What follows belongs to an exercise in optimizing a design on an open flow for small area and a short achievable clock period; a production flow would make more cautious choices. Only simulation tests tie the RTL to the original design; equivalence was not proved.

`design/flow/run.sh`:
```
#!/bin/bash
# synth_recipe.tcl (not shown) runs the flow's synth.tcl, then flattens the netlist and writes it again
# the make line also repeats each setting of config.mk as NAME=value (left out here)
make -C /OpenROAD-flow-scripts/flow DESIGN_CONFIG=/design/flow/config.mk WORK_HOME=/design/flow/orfs CLKGATE_MAP_FILE= SYNTH_SCRIPT=/design/flow/synth_recipe.tcl finish
```
`design/flow/config.mk`:
```
export PLATFORM = sky130hd
export DESIGN_NAME = yrc_lane_coder
export DESIGN_NICKNAME = yrc_lane_coder
export VERILOG_FILES = /design/flow/design.v
export SDC_FILE = /design/flow/constraint.sdc
export NUM_CORES = 8
export LEC_CHECK = 0
export CAP_MARGIN = 20
export CORE_MARGIN = 2
export CORE_UTILIZATION = 40
export SETUP_SLACK_MARGIN = 1.5
export SLEW_MARGIN = 20
```
`design/flow/constraint.sdc`:
```
create_clock -name core_clock -period 36.0 [get_ports {clk}]
set_input_delay 7.2000 -clock core_clock [delete_from_list [all_inputs] [get_ports {clk}]]
set_output_delay 7.2000 -clock core_clock [all_outputs]
set_load 0.01 [all_outputs]
```
`design/flow/design.v`:
```
module yrc_lane_coder (
    input             clk,
    input             rst,
    input      [4:0]  cfg_bits,    
    input      [3:0]  cfg_thr,     
    input             in_valid,
    input             in_first,    
    input             in_eol,      
    input             in_plane,    
    input      [15:0] in_x,        
    input      [15:0] in_a,        
    input      [15:0] in_b,        
    input      [15:0] in_c,        
    input      [15:0] in_d,        
    output reg        out_valid,
    output reg [5:0]  out_len,     
    output reg [55:0] out_bits     
);
    localparam NCTX = 82;           
    reg        r_valid, r_first, r_eol, r_plane;
    reg [15:0] r_x, r_a, r_b, r_c, r_d;
    always @(posedge clk) begin
        if (rst) begin
            r_valid <= 1'b0;
        end else begin
            r_valid <= in_valid;
        end
        r_first <= in_first;
        r_eol   <= in_eol;
        r_plane <= in_plane;
        r_x     <= in_x;
        r_a     <= in_a;
        r_b     <= in_b;
        r_c     <= in_c;
        r_d     <= in_d;
    end
    wire [16:0] full  = 17'd1 << cfg_bits;           
    wire [16:0] mid   = 17'd1 << (cfg_bits - 5'd1);  
    wire [16:0] maxv  = full - 17'd1;
    wire [17:0] t1    = 18'd1 << cfg_thr;
    wire [17:0] t2    = t1 << 2;
    wire [17:0] t3    = t1 << 4;
    wire [31:0] a_init_raw = ({15'd0, full} + 32'd32) >> 6;
    wire [31:0] a_init = (a_init_raw < 32'd2) ? 32'd2 : a_init_raw;
    wire fresh = r_valid & r_first;
    reg  [NCTX*32-1:0] st_a;     
    reg  [NCTX*32-1:0] st_bs;    
    reg  [NCTX*7-1:0]  st_n;     
    reg  [NCTX*8-1:0]  st_c;     
    reg        run_q;
    reg [15:0] ra_q;
    reg [15:0] cnt_q;
    reg [4:0]  ri_q;
    wire        run_in  = fresh ? 1'b0 : run_q;
    wire [4:0]  ri_in   = fresh ? 5'd0 : ri_q;
    wire        flat    = (r_a == r_b) && (r_a == r_c) && (r_d == r_b);
    wire        in_run  = run_in | flat;
    wire [15:0] ra_eff  = run_in ? ra_q : r_a;
    wire [15:0] cnt_eff = run_in ? cnt_q : 16'd0;
    wire [3:0]  jr      = ri_in[4:1];
    wire [16:0] run_pow = 17'd1 << jr;
    wire        hit       = in_run && (r_x == ra_eff);
    wire        interrupt = in_run && !hit;
    wire        regular   = !hit;
    wire [16:0] cnt_inc   = {1'b0, cnt_eff} + 17'd1;
    wire        run_full  = (cnt_inc == run_pow);
    reg         run_d;
    reg [15:0]  cnt_d;
    reg [4:0]   ri_d;
    reg [5:0]   run_len;     
    reg [16:0]  run_val;
    always @* begin
        run_d   = 1'b0;
        cnt_d   = cnt_eff;
        ri_d    = ri_in;
        run_len = 6'd0;
        run_val = 17'd0;
        if (hit) begin
            if (run_full) begin
                run_len = 6'd1;
                run_val = 17'd1;
                cnt_d   = 16'd0;
                if (ri_in < 5'd31) ri_d = ri_in + 5'd1;
            end else begin
                cnt_d = cnt_inc[15:0];
            end
            if (r_eol) begin
                if (!run_full && cnt_inc != 17'd0) begin
                    run_len = 6'd1;
                    run_val = 17'd1;
                end
                run_d = 1'b0;
            end else begin
                run_d = 1'b1;
            end
        end else if (interrupt) begin
            run_len = 6'd1 + {2'd0, jr};
            run_val = {1'b0, cnt_eff} & (run_pow - 17'd1);
            if (ri_in > 5'd0) ri_d = ri_in - 5'd1;
            run_d = 1'b0;
        end
    end
    wire signed [17:0] g1 = $signed({2'b00, r_d}) - $signed({2'b00, r_b});
    wire signed [17:0] g2 = $signed({2'b00, r_a}) - $signed({2'b00, r_c});
    wire [17:0] g1m = g1[17] ? -g1 : g1;
    wire [17:0] g2m = g2[17] ? -g2 : g2;
    wire [2:0]  l1 = (g1m == 18'd0) ? 3'd0 : (g1m < t1) ? 3'd1 : (g1m < t2) ? 3'd2 :
                     (g1m < t3) ? 3'd3 : 3'd4;
    wire [2:0]  l2 = (g2m == 18'd0) ? 3'd0 : (g2m < t1) ? 3'd1 : (g2m < t2) ? 3'd2 :
                     (g2m < t3) ? 3'd3 : 3'd4;
    wire        q1_neg = g1[17] && (l1 != 3'd0);
    wire        q2_neg = g2[17] && (l2 != 3'd0);
    wire        neg = q1_neg || ((l1 == 3'd0) && q2_neg);
    wire signed [4:0] q1s = q1_neg ? -$signed({2'b00, l1}) : $signed({2'b00, l1});
    wire signed [4:0] q2s = q2_neg ? -$signed({2'b00, l2}) : $signed({2'b00, l2});
    wire signed [4:0] q1f = neg ? -q1s : q1s;
    wire signed [4:0] q2f = neg ? -q2s : q2s;
    wire signed [7:0] ctx_s = 8'sd9 * {{3{q1f[4]}}, q1f} + {{3{q2f[4]}}, q2f};
    wire [6:0]  idx = r_plane ? (ctx_s[6:0] + 7'd41) : ctx_s[6:0];
    wire [31:0]        cur_a  = fresh ? a_init : st_a[idx*32 +: 32];
    wire signed [31:0] cur_bs = fresh ? 32'sd0  : $signed(st_bs[idx*32 +: 32]);
    wire [6:0]         cur_n  = fresh ? 7'd1    : st_n[idx*7 +: 7];
    wire signed [7:0]  cur_c  = fresh ? 8'sd0   : $signed(st_c[idx*8 +: 8]);
    wire signed [18:0] sa  = $signed({3'b000, r_a});
    wire signed [18:0] sb  = $signed({3'b000, r_b});
    wire signed [18:0] sc  = $signed({3'b000, r_c});
    wire signed [18:0] sx  = $signed({3'b000, r_x});
    wire signed [18:0] abc = sa + sb - sc;
    wire signed [18:0] mn  = (sa < sb) ? sa : sb;
    wire signed [18:0] mx  = (sa < sb) ? sb : sa;
    wire signed [18:0] med = (abc < mn) ? mn : (abc > mx) ? mx : abc;
    wire signed [18:0] cext = {{11{cur_c[7]}}, cur_c};
    wire signed [18:0] px0 = neg ? (med - cext) : (med + cext);
    wire signed [18:0] smax = $signed({2'b00, maxv});
    wire signed [18:0] px  = (px0 < 19'sd0) ? 19'sd0 : (px0 > smax) ? smax : px0;
    wire signed [18:0] e0  = neg ? (px - sx) : (sx - px);
    wire signed [18:0] smid  = $signed({2'b00, mid});
    wire signed [18:0] sfull = $signed({2'b00, full});
    wire signed [18:0] e   = (e0 < -smid) ? (e0 + sfull) : (e0 >= smid) ? (e0 - sfull) : e0;
    wire [18:0] m = e[18] ? (-(e <<< 1) - 19'sd1) : (e <<< 1);
    reg [4:0] k;
    integer i;
    always @* begin
        k = 5'd16;
        for (i = 16; i >= 0; i = i - 1)
            if (({25'd0, cur_n} << i) >= {16'd0, cur_a}) k = i[4:0];
    end
    wire [18:0] mk = m >> k;
    wire        escape = (mk >= 19'd24);
    wire [17:0] low_mask = (18'd1 << k) - 18'd1;
    wire [5:0]  reg_len = escape ? (6'd24 + {1'b0, cfg_bits}) : (mk[5:0] + 6'd1 + {1'b0, k});
    wire [39:0] reg_val = escape ? {24'd0, m[15:0] & maxv[15:0]}
                                 : {22'd0, (18'd1 << k) | ({1'b0, m[16:0]} & low_mask)};
    wire signed [31:0] e32   = {{13{e[18]}}, e};
    wire [31:0]        abs_e = e[18] ? -e32 : e32;
    wire signed [31:0] bs1   = cur_bs + e32;
    wire [31:0]        a1    = cur_a + abs_e;
    wire               half  = (cur_n == 7'd64);
    wire [31:0]        a2    = half ? (a1 >> 1) : a1;
    wire signed [31:0] bs2   = half ? (bs1 >>> 1) : bs1;
    wire [6:0]         n2    = (half ? 7'd32 : cur_n) + 7'd1;
    wire signed [31:0] sn2   = {25'd0, n2};
    reg signed [31:0] bs_upd;
    reg signed [7:0]  c_upd;
    always @* begin
        bs_upd = bs2;
        c_upd  = cur_c;
        if (bs2 <= -sn2) begin
            bs_upd = bs2 + sn2;
            if (cur_c > -8'sd128) c_upd = cur_c - 8'sd1;
            if (bs_upd <= -sn2) bs_upd = -sn2 + 32'sd1;
        end else if (bs2 > 32'sd0) begin
            bs_upd = bs2 - sn2;
            if (cur_c < 8'sd127) c_upd = cur_c + 8'sd1;
            if (bs_upd > 32'sd0) bs_upd = 32'sd0;
        end
    end
    wire do_update = r_valid & regular;
    genvar gi;
    generate
        for (gi = 0; gi < NCTX; gi = gi + 1) begin : g_ctx
            always @(posedge clk) begin
                if (do_update && idx == gi) begin
                    st_a [gi*32 +: 32] <= a2;
                    st_bs[gi*32 +: 32] <= bs_upd;
                    st_n [gi*7  +: 7 ] <= n2;
                    st_c [gi*8  +: 8 ] <= c_upd;
                end else if (fresh) begin
                    st_a [gi*32 +: 32] <= a_init;
                    st_bs[gi*32 +: 32] <= 32'd0;
                    st_n [gi*7  +: 7 ] <= 7'd1;
                    st_c [gi*8  +: 8 ] <= 8'd0;
                end
            end
        end
    endgenerate
    always @(posedge clk) begin
        if (rst) begin
            run_q <= 1'b0;
            ri_q  <= 5'd0;
            cnt_q <= 16'd0;
            ra_q  <= 16'd0;
        end else if (r_valid) begin
            run_q <= run_d;
            ri_q  <= ri_d;
            cnt_q <= cnt_d;
            if (!run_in) ra_q <= r_a;
        end
    end
    wire [55:0] reg_part = regular ? {16'd0, reg_val} : 56'd0;
    wire [5:0]  reg_plen = regular ? reg_len : 6'd0;
    wire [55:0] code     = ({39'd0, run_val} << reg_plen) | reg_part;
    wire [5:0]  code_len = run_len + reg_plen;
    always @(posedge clk) begin
        if (rst) begin
            out_valid <= 1'b0;
            out_len   <= 6'd0;
            out_bits  <= 56'd0;
        end else begin
            out_valid <= r_valid;
            out_len   <= r_valid ? code_len : 6'd0;
            out_bits  <= r_valid ? code : 56'd0;
        end
    end
endmodule
```
==> summary.txt <==
==> critical path, delay by kind of cell <==
| kind | cells | cell delay, ps |
|---|---|---|
| buffers and inverters | 15 | 2730 |
| xor gates and xnor gates | 5 | 1010 |
| and+or+nand+nor | 42 | 7350 |
| AOI/OAI and AO/OA | 54 | 10140 |
| adders and majority gates | 14 | 4590 |
| muxes | 3 | 780 |
==> placed cells by master, fill, tap and decap left out, types with 51 or more instances in the layout <==
| cell | Yosys | layout |
|---|---|---|
| sky130_fd_sc_hd__ha_1 | 634 | 628 |
| sky130_fd_sc_hd__nor2_1 | 6088 | 6055 |
| sky130_fd_sc_hd__a21oi_1 | 1265 | 1248 |
| sky130_fd_sc_hd__clkinv_1 | 4 | 175 |
| sky130_fd_sc_hd__xor2_1 | 84 | 76 |
| sky130_fd_sc_hd__mux4_2 | 1901 | 1901 |
| sky130_fd_sc_hd__nand2_4 | 1 | 172 |
| sky130_fd_sc_hd__a31oi_1 | 115 | 101 |
| sky130_fd_sc_hd__diode_2 | 0 | 58 |
| sky130_fd_sc_hd__buf_4 | 10 | 918 |
| sky130_fd_sc_hd__edfxtp_1 | 6478 | 6478 |
| sky130_fd_sc_hd__nand2b_1 | 81 | 80 |
| sky130_fd_sc_hd__o21bai_1 | 74 | 73 |
| sky130_fd_sc_hd__nor2b_1 | 67 | 62 |
| sky130_fd_sc_hd__clkdlybuf4s50_1 | 0 | 153 |
| sky130_fd_sc_hd__clkbuf_16 | 0 | 714 |
| sky130_fd_sc_hd__nor4_1 | 137 | 137 |
| sky130_fd_sc_hd__a211oi_1 | 79 | 70 |
| sky130_fd_sc_hd__o21a_1 | 51 | 51 |
| sky130_fd_sc_hd__nor3_1 | 783 | 758 |
| sky130_fd_sc_hd__or2_2 | 55 | 54 |
| sky130_fd_sc_hd__buf_12 | 0 | 163 |
| sky130_fd_sc_hd__and3_1 | 107 | 106 |
| sky130_fd_sc_hd__dfxtp_1 | 185 | 184 |
| sky130_fd_sc_hd__clkinv_2 | 0 | 86 |
| sky130_fd_sc_hd__o21ai_0 | 446 | 437 |
| sky130_fd_sc_hd__clkbuf_1 | 2052 | 176 |
| sky130_fd_sc_hd__a21o_1 | 137 | 136 |
| sky130_fd_sc_hd__nand3_1 | 425 | 416 |
| sky130_fd_sc_hd__inv_1 | 378 | 372 |
| sky130_fd_sc_hd__nand4_1 | 86 | 86 |
| sky130_fd_sc_hd__xnor2_1 | 276 | 264 |
| sky130_fd_sc_hd__mux2i_1 | 211 | 177 |
| sky130_fd_sc_hd__nand2_1 | 1423 | 1243 |
==> area by class of cell <==
cell class	count	area share, %
Inverter	394	0.412
Clock inverter	367	0.933
Clock buffer	894	5.12
Tap cell	10600	3.66
Timing Repair Buffer	1256	3.33
Sequential cell	6663	54.7
Multi-Input combinational cell	15300	31.8
Antenna cell	58	0.0400
==> worst min path at each step <==
stage                     to  slack, ps  cells after the start
global placement     ra_q[2]        440                      2
CTS                  ra_q[6]        460                      2
detailed placement   ra_q[6]        450                      2
finish               ra_q[6]        450                      2
global route         ra_q[9]        470                      2
floorplan           ra_q[14]        440                      2
==> cells by family (layout without fill, tap and decap cells) <==
family	count (synthesis)	in the layout	synth area share (%)
AND/OR/NAND/NOR	9443	9443	12.2
buffers and inverters	2782	2911	3.33
multiplexers	2176	2177	14.2
AO/OA/AOI/OAI	2624	2624	4.88
flip-flops	6663	6663	61.7
XOR/XNOR	362	362	0.994
other	1	73	0.00117
adder cells (fa/ha/maj)	666	666	2.67
==> timing repair <==
| item | in CTS | in global routing |
|---|---|---|
| pin swaps | 1 | 7 |
| gates cloned | 0 | 3 |
| setup endpoints to repair | 622 | 4212 |
| gates resized for setup | 1 | 99 |
| buffers inserted | 1 | 9 |
==> stage by stage <==
stage | instance area [µm²] | setup slack (ps) | utilization [%]
after global routing | 362000 | 1440 | 45.2
after global placement | 340000 | -413 | 42.4
after detailed placement | 340000 | 45.7 | 42.4
after floorplan | 321000 | 1500 | -
final | 363000 | 3100 | 45.2
after CTS | 362000 | 1550 | 45.1
==> registers in the layout (all words and copies together) (netlist names), 5 cells and up <==
name and flops:
r_a 16, ra_q 16, st_c 656, ri_q 5, cnt_q 16, r_x 16, r_c 16, out_len 6
st_a 2624, st_n 574, st_bs 2624, r_d 16, out_bits 56, r_b 16
==> routing by layer <==
metal | GRT usage [%] | vias up
met5 | 0 | -
met4 | 16.7 | 42
met3 | 9.73 | 3367
met2 | 45.7 | 17900
met1 | 39.1 | 115000
li1 | - | 90200
==> summary.txt <==
# TYPE chip_impl_metric gauge
chip_impl_info{name="outcome",value="finished clean"} 1
chip_impl_metric{name="gpl.final_weighted_congestion",unit=""} 0.970
chip_impl_metric{name="clock_sink_count",unit=""} 6663
chip_impl_metric{name="period_share",unit="%"} 91.4
chip_impl_metric{name="worstPathRequired",unit="ps"} 36980
chip_impl_info{name="worst_r2r_startpoint",value="r_a[0]"} 1
chip_impl_metric{name="floorplan.initialDensity",unit="%"} 40.1
chip_impl_metric{name="multi_input_area",unit="mm²"} 0.115
chip_impl_metric{name="synth_edf_count",unit=""} 6478
chip_impl_metric{name="port-buffer-count",unit=""} 157
chip_impl_metric{name="timing.clock.skew",unit="ps"} 98.0
chip_impl_metric{name="clk_latency",unit="ps"} 1210
chip_impl_metric{name="synth_area_per_inst",unit="µm²"} 13.0
chip_impl_metric{name="design.die.area",unit="mm²"} 0.810
chip_impl_metric{name="floorplan.core_area",unit="mm²"} 0.801
chip_impl_info{name="grt_setup_unrepaired",value="no"} 1
chip_impl_metric{name="hold_buf_count_cts",unit=""} 0
chip_impl_info{name="tritoncts",value="built"} 1
chip_impl_metric{name="fillers",unit=""} 70700
chip_impl_metric{name="worst_r2r_path_depth",unit=""} 137
chip_impl_metric{name="area_growth",unit="%"} 12.9
chip_impl_info{name="crit_path_end",value="st_bs[40]"} 1
chip_impl_info{name="crit_type",value="in2reg"} 1
chip_impl_metric{name="cts_buffers",unit=""} 706
chip_impl_metric{name="period_needed",unit="ps"} 32900
chip_impl_metric{name="synthCells",unit=""} 24700
chip_impl_metric{name="seq_area_frac_synth",unit="%"} 61.7
chip_impl_metric{name="critical_path.max_fanout",unit=""} 24
chip_impl_metric{name="die-width",unit="µm"} 900
chip_impl_metric{name="io-pin-count",unit=""} 158
chip_impl_metric{name="fin_tns_setup",unit="ps"} 0
chip_impl_metric{name="detail_route.wl_per_cell",unit="µm"} 35.8
chip_impl_metric{name="post-dp-hpwl",unit="µm"} 753000
chip_impl_metric{name="seqCellArea",unit="mm²"} 0.198
chip_impl_metric{name="largest_net_degree_at_the_start_of_global_routing",unit=""} 101
chip_impl_info{name="dominantRegCellSynth",value="sky130_fd_sc_hd__edfxtp_1"} 1
chip_impl_metric{name="met3_length",unit="µm"} 186000
chip_impl_info{name="startpoint",value="cfg_thr[0]"} 1
chip_impl_metric{name="die_height",unit="µm"} 900
chip_impl_metric{name="cp_data_arrival_time",unit="ps"} 33880
chip_impl_metric{name="drive_above_1_share",unit="%"} 18.3
chip_impl_info{name="critical_path.reg2reg.endpoint",value="st_bs[40]"} 1
chip_impl_metric{name="grt_pass1_vias",unit=""} 218000
chip_impl_metric{name="maxCapViolations",unit=""} 0
chip_impl_metric{name="detail_route.first_pass.iterations",unit=""} 7
chip_impl_metric{name="clk_path_buf_depth",unit=""} 4
chip_impl_metric{name="synth.distinct_cells",unit=""} 132
chip_impl_metric{name="fp-row-count",unit=""} 329
chip_impl_metric{name="synth_top_area_share",unit="%"} 60.6
chip_impl_metric{name="worstMarginPinSlew",unit="ps"} 1410
chip_impl_metric{name="layout.cells.non_filler",unit=""} 35500
chip_impl_metric{name="vias",unit=""} 227000
chip_impl_metric{name="routed_wl",unit="µm"} 1270000
chip_impl_metric{name="avgViaCountPerCell",unit=""} 6.39
chip_impl_metric{name="wirelength_met1",unit="µm"} 444000
chip_impl_metric{name="timing.final.setup_violations",unit=""} 0
chip_impl_metric{name="ant_nets",unit=""} 0
chip_impl_metric{name="ctsHtreeMaxLevel",unit=""} 6
chip_impl_metric{name="post-route-drc-count",unit=""} 0
chip_impl_metric{name="grt_remaining_overflow",unit=""} 0
chip_impl_metric{name="syn-cell-area",unit="mm²"} 0.321
chip_impl_metric{name="grt_usage",unit="%"} 30.4
chip_impl_metric{name="asyncSetResetFlopFracSynth",unit="%"} 0
chip_impl_info{name="worstSetupEndpointType",value="register"} 1
chip_impl_metric{name="finalMaxSlewViolations",unit=""} 0
chip_impl_info{name="post-synth-top-area-cell",value="sky130_fd_sc_hd__edfxtp_1"} 1
chip_impl_metric{name="placedCellCount",unit=""} 34200
chip_impl_metric{name="cts.reportedPaths.clkPinSlew",unit="ps"} 60
chip_impl_info{name="worstHoldPathType",value="reg2reg"} 1
chip_impl_metric{name="critical-path-max-stage-delay",unit="ps"} 580
chip_impl_metric{name="report.final.hold_viol_count",unit=""} 0
chip_impl_info{name="hold_path_startpoint",value="ra_q[6]"} 1
chip_impl_metric{name="dr_wl_met2",unit="µm"} 555000
chip_impl_metric{name="worst_hold_slack",unit="ps"} 454
chip_impl_metric{name="drt-initial-drc-count",unit=""} 39300
chip_impl_info{name="worst_setup_path_start_kind",value="input pin"} 1
chip_impl_metric{name="final_net_count",unit=""} 25100
chip_impl_info{name="cpMostUsedCell",value="sky130_fd_sc_hd__a21oi_1"} 1
chip_impl_metric{name="global_route_wire_length_before_repair",unit="µm"} 1740000
chip_impl_info{name="yosysMostFrequentCell",value="sky130_fd_sc_hd__edfxtp_1"} 1
chip_impl_metric{name="flip_flop_and_latch_count_after_synthesis",unit=""} 6663
chip_impl_info{name="post_synth_main_area_contributors",value="sky130_fd_sc_hd__edfxtp_1, sky130_fd_sc_hd__mux4_2, sky130_fd_sc_hd__nor2_1"} 1
chip_impl_metric{name="antenna_found_initial",unit=""} 86
chip_impl_metric{name="ff2ff_setup_slack",unit="ps"} 6110
chip_impl_info{name="crit_path_top_delay_cell",value="sky130_fd_sc_hd__or3_2"} 1
chip_impl_metric{name="slew_headroom",unit="%"} 3.10
chip_impl_info{name="synth_commonest_cells",value="sky130_fd_sc_hd__edfxtp_1, sky130_fd_sc_hd__nor2_1, sky130_fd_sc_hd__clkbuf_1, sky130_fd_sc_hd__mux4_2, sky130_fd_sc_hd__nand2_1"} 1
chip_impl_info{name="top_layer_used",value="met5"} 1
chip_impl_info{name="cts_root_buf",value="sky130_fd_sc_hd__clkbuf_16"} 1
chip_impl_metric{name="synth-warning-count",unit=""} 1
chip_impl_metric{name="max_clock_freq",unit="MHz"} 30.4

[static timing again, ports no longer ideal]
Ports are ideal in the flow. The routed layout listed here was re-timed in OpenROAD.
Step 1 assumes that a clkbuf_16 drives the clock port and a buf_2 every other input.
Step 2, shift: input delay + t, output delay - t, t = (earliest + latest rising clock arrival at the registers) / 2. This alone moves slack from input paths to output paths.
Slacks: ideal / step 1 / step 2; pairs: ideal / step 1.
t (ns): 1.303
setup slack, ns: 3.097 / 3.209 / 1.906
worst register clock-pin slew, ns: 0.07 / 0.07
worst slew at a driven data input, ns: 0.10
After both steps this run still meets setup and hold. For this run, drivers alone change the setup slack by +0.112 ns; drivers and shift together by -1.191 ns.
